This design comes from an exercise in tuning for small area on the open sky130 flow, not from production work.
Only simulation tests tie the RTL to the original design; equivalence was not proved.

--- flow/constraint.sdc ---
create_clock -name core_clock -period 80.0 [get_ports {clk}]
set_input_delay 16.0000 -clock core_clock [delete_from_list [all_inputs] [get_ports {clk}]]
set_output_delay 16.0000 -clock core_clock [all_outputs]
set_load 0.01 [all_outputs]
--- flow/run.sh ---
#!/bin/bash
# synth_recipe.tcl (not shown) runs the flow's synth.tcl, then flattens the netlist and writes it again
# the make line also repeats each setting of config.mk as NAME=value (left out here)
make -C /OpenROAD-flow-scripts/flow DESIGN_CONFIG=/design/flow/config.mk WORK_HOME=/design/flow/orfs CLKGATE_MAP_FILE= SYNTH_SCRIPT=/design/flow/synth_recipe.tcl finish
--- flow/config.mk ---
export PLATFORM = sky130hd
export DESIGN_NAME = wfq_sched
export DESIGN_NICKNAME = wfq_sched
export VERILOG_FILES = /design/flow/design.v
export SDC_FILE = /design/flow/constraint.sdc
export NUM_CORES = 8
export LEC_CHECK = 0
export CAP_MARGIN = 20
export CORE_MARGIN = 2
export CORE_UTILIZATION = 40
export SLEW_MARGIN = 20
--- flow/design.v ---
module wfq_sched #(
    parameter NQ    = 16,
    parameter QW    = 4,
    parameter DEPTH = 4,
    parameter PW    = 2,     
    parameter LW    = 13,    
    parameter WW    = 8,     
    parameter TW    = 32     
) (
    input  wire          clk,
    input  wire          rst,
    input  wire          enq_valid,
    input  wire [QW-1:0] enq_queue,
    input  wire [LW-1:0] enq_len,
    input  wire          enq_green,
    output wire          enq_ready,
    input  wire          cfg_we,
    input  wire [QW-1:0] cfg_queue,
    input  wire [WW-1:0] cfg_weight,
    input  wire [NQ-1:0] elig,
    output reg           grant_valid,
    output reg  [QW-1:0] grant_queue,
    output reg  [LW-1:0] grant_len,
    output reg           grant_green,
    output reg  [TW-1:0] grant_finish
);
    reg [TW-1:0] vtime;
    reg [WW-1:0] weight [0:NQ-1];
    reg [PW:0]   count  [0:NQ-1];
    reg [PW-1:0] head   [0:NQ-1];
    reg [TW-1:0] fin_mem [0:NQ*DEPTH-1];
    reg [LW-1:0] len_mem [0:NQ*DEPTH-1];
    reg          grn_mem [0:NQ*DEPTH-1];
    reg [NQ-1:0] cand;
    reg [NQ-1:0] head_green;
    reg [TW-1:0] head_fin [0:NQ-1];
    reg          any_green;
    reg [TW-1:0] key;
    reg [TW-1:0] best_key;
    integer      q;
    always @(*) begin
        for (q = 0; q < NQ; q = q + 1) begin
            head_fin[q]   = fin_mem[q*DEPTH + head[q]];
            head_green[q] = grn_mem[q*DEPTH + head[q]];
            cand[q]       = (count[q] != 0) && elig[q];
        end
        any_green = |(cand & head_green);
        grant_valid  = 1'b0;
        grant_queue  = {QW{1'b0}};
        best_key     = {TW{1'b0}};
        for (q = 0; q < NQ; q = q + 1) begin
            key = (head_fin[q] - vtime) ^ {1'b1, {TW-1{1'b0}}};
            if (cand[q] && (head_green[q] || !any_green) &&
                (!grant_valid || key < best_key)) begin
                grant_valid = 1'b1;
                grant_queue = q[QW-1:0];
                best_key    = key;
            end
        end
        grant_len    = len_mem[grant_queue*DEPTH + head[grant_queue]];
        grant_green  = grn_mem[grant_queue*DEPTH + head[grant_queue]];
        grant_finish = head_fin[grant_queue];
    end
    wire [PW:0]      enq_count = count[enq_queue];
    wire [PW-1:0]    enq_slot  = head[enq_queue] + enq_count[PW-1:0];
    wire [PW-1:0]    tail_slot = enq_slot - 1'b1;
    wire [TW-1:0]    tail_fin  = fin_mem[enq_queue*DEPTH + tail_slot];
    wire [TW-1:0]    tail_diff = tail_fin - vtime;
    wire [TW-1:0]    start_tag = (enq_count != 0 && !tail_diff[TW-1] && tail_diff != 0)
                                 ? tail_fin : vtime;
    wire [WW-1:0]    enq_w     = (weight[enq_queue] == 0) ? 1 : weight[enq_queue];
    wire [LW+7:0]    quot      = {enq_len, 8'd0} / enq_w;
    wire [TW-1:0]    incr      = (quot == 0) ? 1 : quot;
    wire [TW-1:0]    enq_fin   = start_tag + incr;
    assign enq_ready = (enq_count != DEPTH);
    wire do_enq = enq_valid && enq_ready;
    integer i;
    always @(posedge clk) begin
        if (rst) begin
            vtime <= {TW{1'b0}};
            for (i = 0; i < NQ; i = i + 1) begin
                weight[i] <= 8'd16;
                count[i]  <= 0;
                head[i]   <= 0;
            end
        end else begin
            if (grant_valid) begin
                vtime             <= grant_finish;
                head[grant_queue] <= head[grant_queue] + 1'b1;
            end
            if (do_enq) begin
                fin_mem[enq_queue*DEPTH + enq_slot] <= enq_fin;
                len_mem[enq_queue*DEPTH + enq_slot] <= enq_len;
                grn_mem[enq_queue*DEPTH + enq_slot] <= enq_green;
            end
            for (i = 0; i < NQ; i = i + 1) begin
                count[i] <= count[i]
                            + ((do_enq && enq_queue == i) ? 1 : 0)
                            - ((grant_valid && grant_queue == i) ? 1 : 0);
            end
            if (cfg_we)
                weight[cfg_queue] <= cfg_weight;
        end
    end
endmodule
==> run notes <==
[cell type report]
| cell class | count | share of cell area (%) |
|---|---|---|
| diodes | 77 | 0.0871 |
| inverters | 819 | 1.40 |
| clock inverters | 209 | 0.988 |
| well taps | 6223 | 3.52 |
| multi-input cells | 10180 | 40.5 |
| repair buffers | 1678 | 6.47 |
| flip-flops and latches | 3184 | 42.9 |
| clock buffers | 425 | 4.15 |
[cells in the final DEF, fill, tap and decap left out, types with 55 or more instances in the layout]
cell             count
edfxtp_1          3104
buf_4             1465
nand2_1           1337
mux4_2            1188
ha_1              1176
nor2_1             851
a21oi_1            802
inv_1              794
o21ai_0            712
nand3_1            382
clkbuf_16          356
xnor2_1            326
a21o_1             210
mux2i_1            204
a22oi_1            180
a31oi_1            169
and2_1             163
and3_1             158
a21boi_0           152
nand4_1            142
o21a_1             142
nor3_1             141
nor2b_1            134
nand2b_1           129
xor2_1             117
mux2_2             109
buf_12             108
o22ai_1             85
nor2_4              82
clkinv_1            80
dfxtp_1             80
diode_2             77
or3_1               65
clkbuf_1            65
or2_2               64
clkdlybuf4s50_1     57
o21bai_1            55
[sequential cells by signal, indices dropped and copies added, names as in the netlist]
name	count
weight	128
head	32
fin_mem	2048
grn_mem	64
vtime	32
count	48
len_mem	832
[worst paths after layout]
kind / startpoint / to / slack, ns
hold reg to reg: vtime[29] / vtime[29] / 0.48
hold / removal: vtime[29] / vtime[29] / 0.48
setup / recovery: elig[2] / grant_finish[3] / 2.03
setup reg to reg: weight[6][6] / fin_mem[59][28] / 20.04
[repair_timing]
action,CTS,global route
pin swaps,4,44
setup buffers,7,30
gates cloned,0,3
resized for setup,26,181
endpoints found under the setup margin,46,242
[logic make-up after synthesis]
| group | synth area share (%) |
|---|---|
| simple gates | 9.62 |
| flops | 50.3 |
| compound gates | 10.5 |
| buf+inv | 3.07 |
| mux | 16.0 |
| fa+ha+maj | 8.22 |
| xor+xnor | 2.21 |
[tightest hold or removal path, stage by stage, from the launching register on]
cell	delay, ns
dfxtp_1	0.33
nand2_1	0.06
a21oi_1	0.05
[through the flow]
step	instances	setup WS, ns
after floorplan	14883	2.23
after global placement	22043	-2.42
after detailed placement	22044	-2.00
after CTS	22685	0.0363
after global routing	22727	-0.147
final	22795	2.03
[per-layer routing]
layer / wire [um] / up-vias
met2: 362000 / 10615
met1: 316000 / 74857
met5: 931 / -
met4: 58100 / 86
met3: 122000 / 2301
li1: - / 60515
==> run notes <==
status no timing/DRC/antenna violations; initial antenna violation count 123; initial core utilization 40.1%; nets 17476; GR Layer Usage met3 13.2%; asr flop ratio synth 0%; Distinct cells, synth 121; wire length per cell 37.7 um; Root Driver clkbuf_16; Synthesis Warnings 3; Area contributors post-synth edfxtp_1, mux4_2, ha_1, nand2_1, a21oi_1; most common cell in the synthesized netlist edfxtp_1; share of layout cells above drive strength 1 23.1%; Hold WS 0.485 ns; Most Used Layer, Global Route met2; Post-DRT Antenna Nets 0; # clock sinks 3184; cell count after synthesis 14883; cell mode on critical path buf_4; vias in the first global route 138283; area delta synth->final 17.4%; H-tree levels 5; hold_buf cts 0; Yosys top cell area share 49.5%; Critical Path Sink Type primary output; total wire length 858000 um; maximum fanout along the worst path 22; worst skew pair latency 1.02 ns; Levels on crit path 264; measured slew at the worst slew-check pin 1.34 ns; Worst EP required 64.00 ns; Max Clk Rate 0.0128 GHz; Critical Path Slowest Stage Cell a221oi_1; Worst Path Class, Setup primary input to primary output; 1st-iter DRT viols 22314; first-pass GRT wire length 1150000 um; crit share post-route 97.5%; Multi-input gate area 89600 um^2; IO Port Bufs 101; Row Count 252; grt met2 use 50.8%; Buffers & Inverters on Critical Path 50; Worst R2R Path Depth 245; Max clock buf depth 4; CP Launch Type primary input; Max Cap Viol 0; final setup fails 0; chip height 690 um; Slew HR 10.9%; top cells by count, synth edfxtp_1, nand2_1, mux4_2; final slew viol count 0; Seq/Total Area, Yosys 50.3%; synthesized cell area 188000 um^2; synthesized flop and latch total 3184; largest net degree at the start of global routing 86; CTS buffer count 348; Post-Synthesis Net Count 16148; full die area 476000 um^2; Ports 102; min cycle time layout 77.97 ns; final hold violations 0; DP Wirelength 637000 um; Storage cell area 94800 um^2; CP peak stage delay 1.03 ns; fill count 41596; hold crit path type flip-flop to flip-flop; GR Util met1 44.9%; CTS tree built; DR vias/cell 6.51; Post-route DRC 0; Worst Clk Skew 0.0950 ns; crit-path leading delay family compound AO/OA/AOI/OAI gates; Setup TNS 0 ns; GR Overflow Total 0; design area 221000 um^2; Main synth FF type edfxtp_1; total core area 470000 um^2; final core occ 47.0%; GPL Wtd Cong 1.04; total track usage 34.9%; Clock transition at path regs 0.07 ns; post-synthesis cell type with the largest combined area edfxtp_1; drt pass-1 iters 8; Post-synth EDFFs 3104; DR vias 148374; syn_area_per_cell 12.7 um^2; Placed Area 208000 um^2; CP arrival 61.97 ns; WHS Path Cells 2; die width 690 um

[what the ideal ports hide]
The flow's constraints put no driver on any port. The routed layout listed below was extracted and timed again, unchanged, in two steps.
Step 1, drivers: a clkbuf_16 drives clk and a buf_2 each remaining input, both assumed.
Step 2 times the ports against the registers' clock, not the clock port: input delays grow and output delays shrink by t, the midpoint of the rising clock arrivals with the driver on.
Slacks: ideal ports / drivers / drivers and shift; pairs: ideal ports / drivers.
t (ns): 1.089
slack for setup (ns): 2.030 / 1.754 / 1.754
clock arrival spread, ns: 0.104 / 0.105
worst register clock-pin slew, ns: 0.08 / 0.08
After both steps this run still meets setup and hold. For this run, drivers alone change the setup slack by -0.276 ns; drivers and shift together by -0.276 ns.
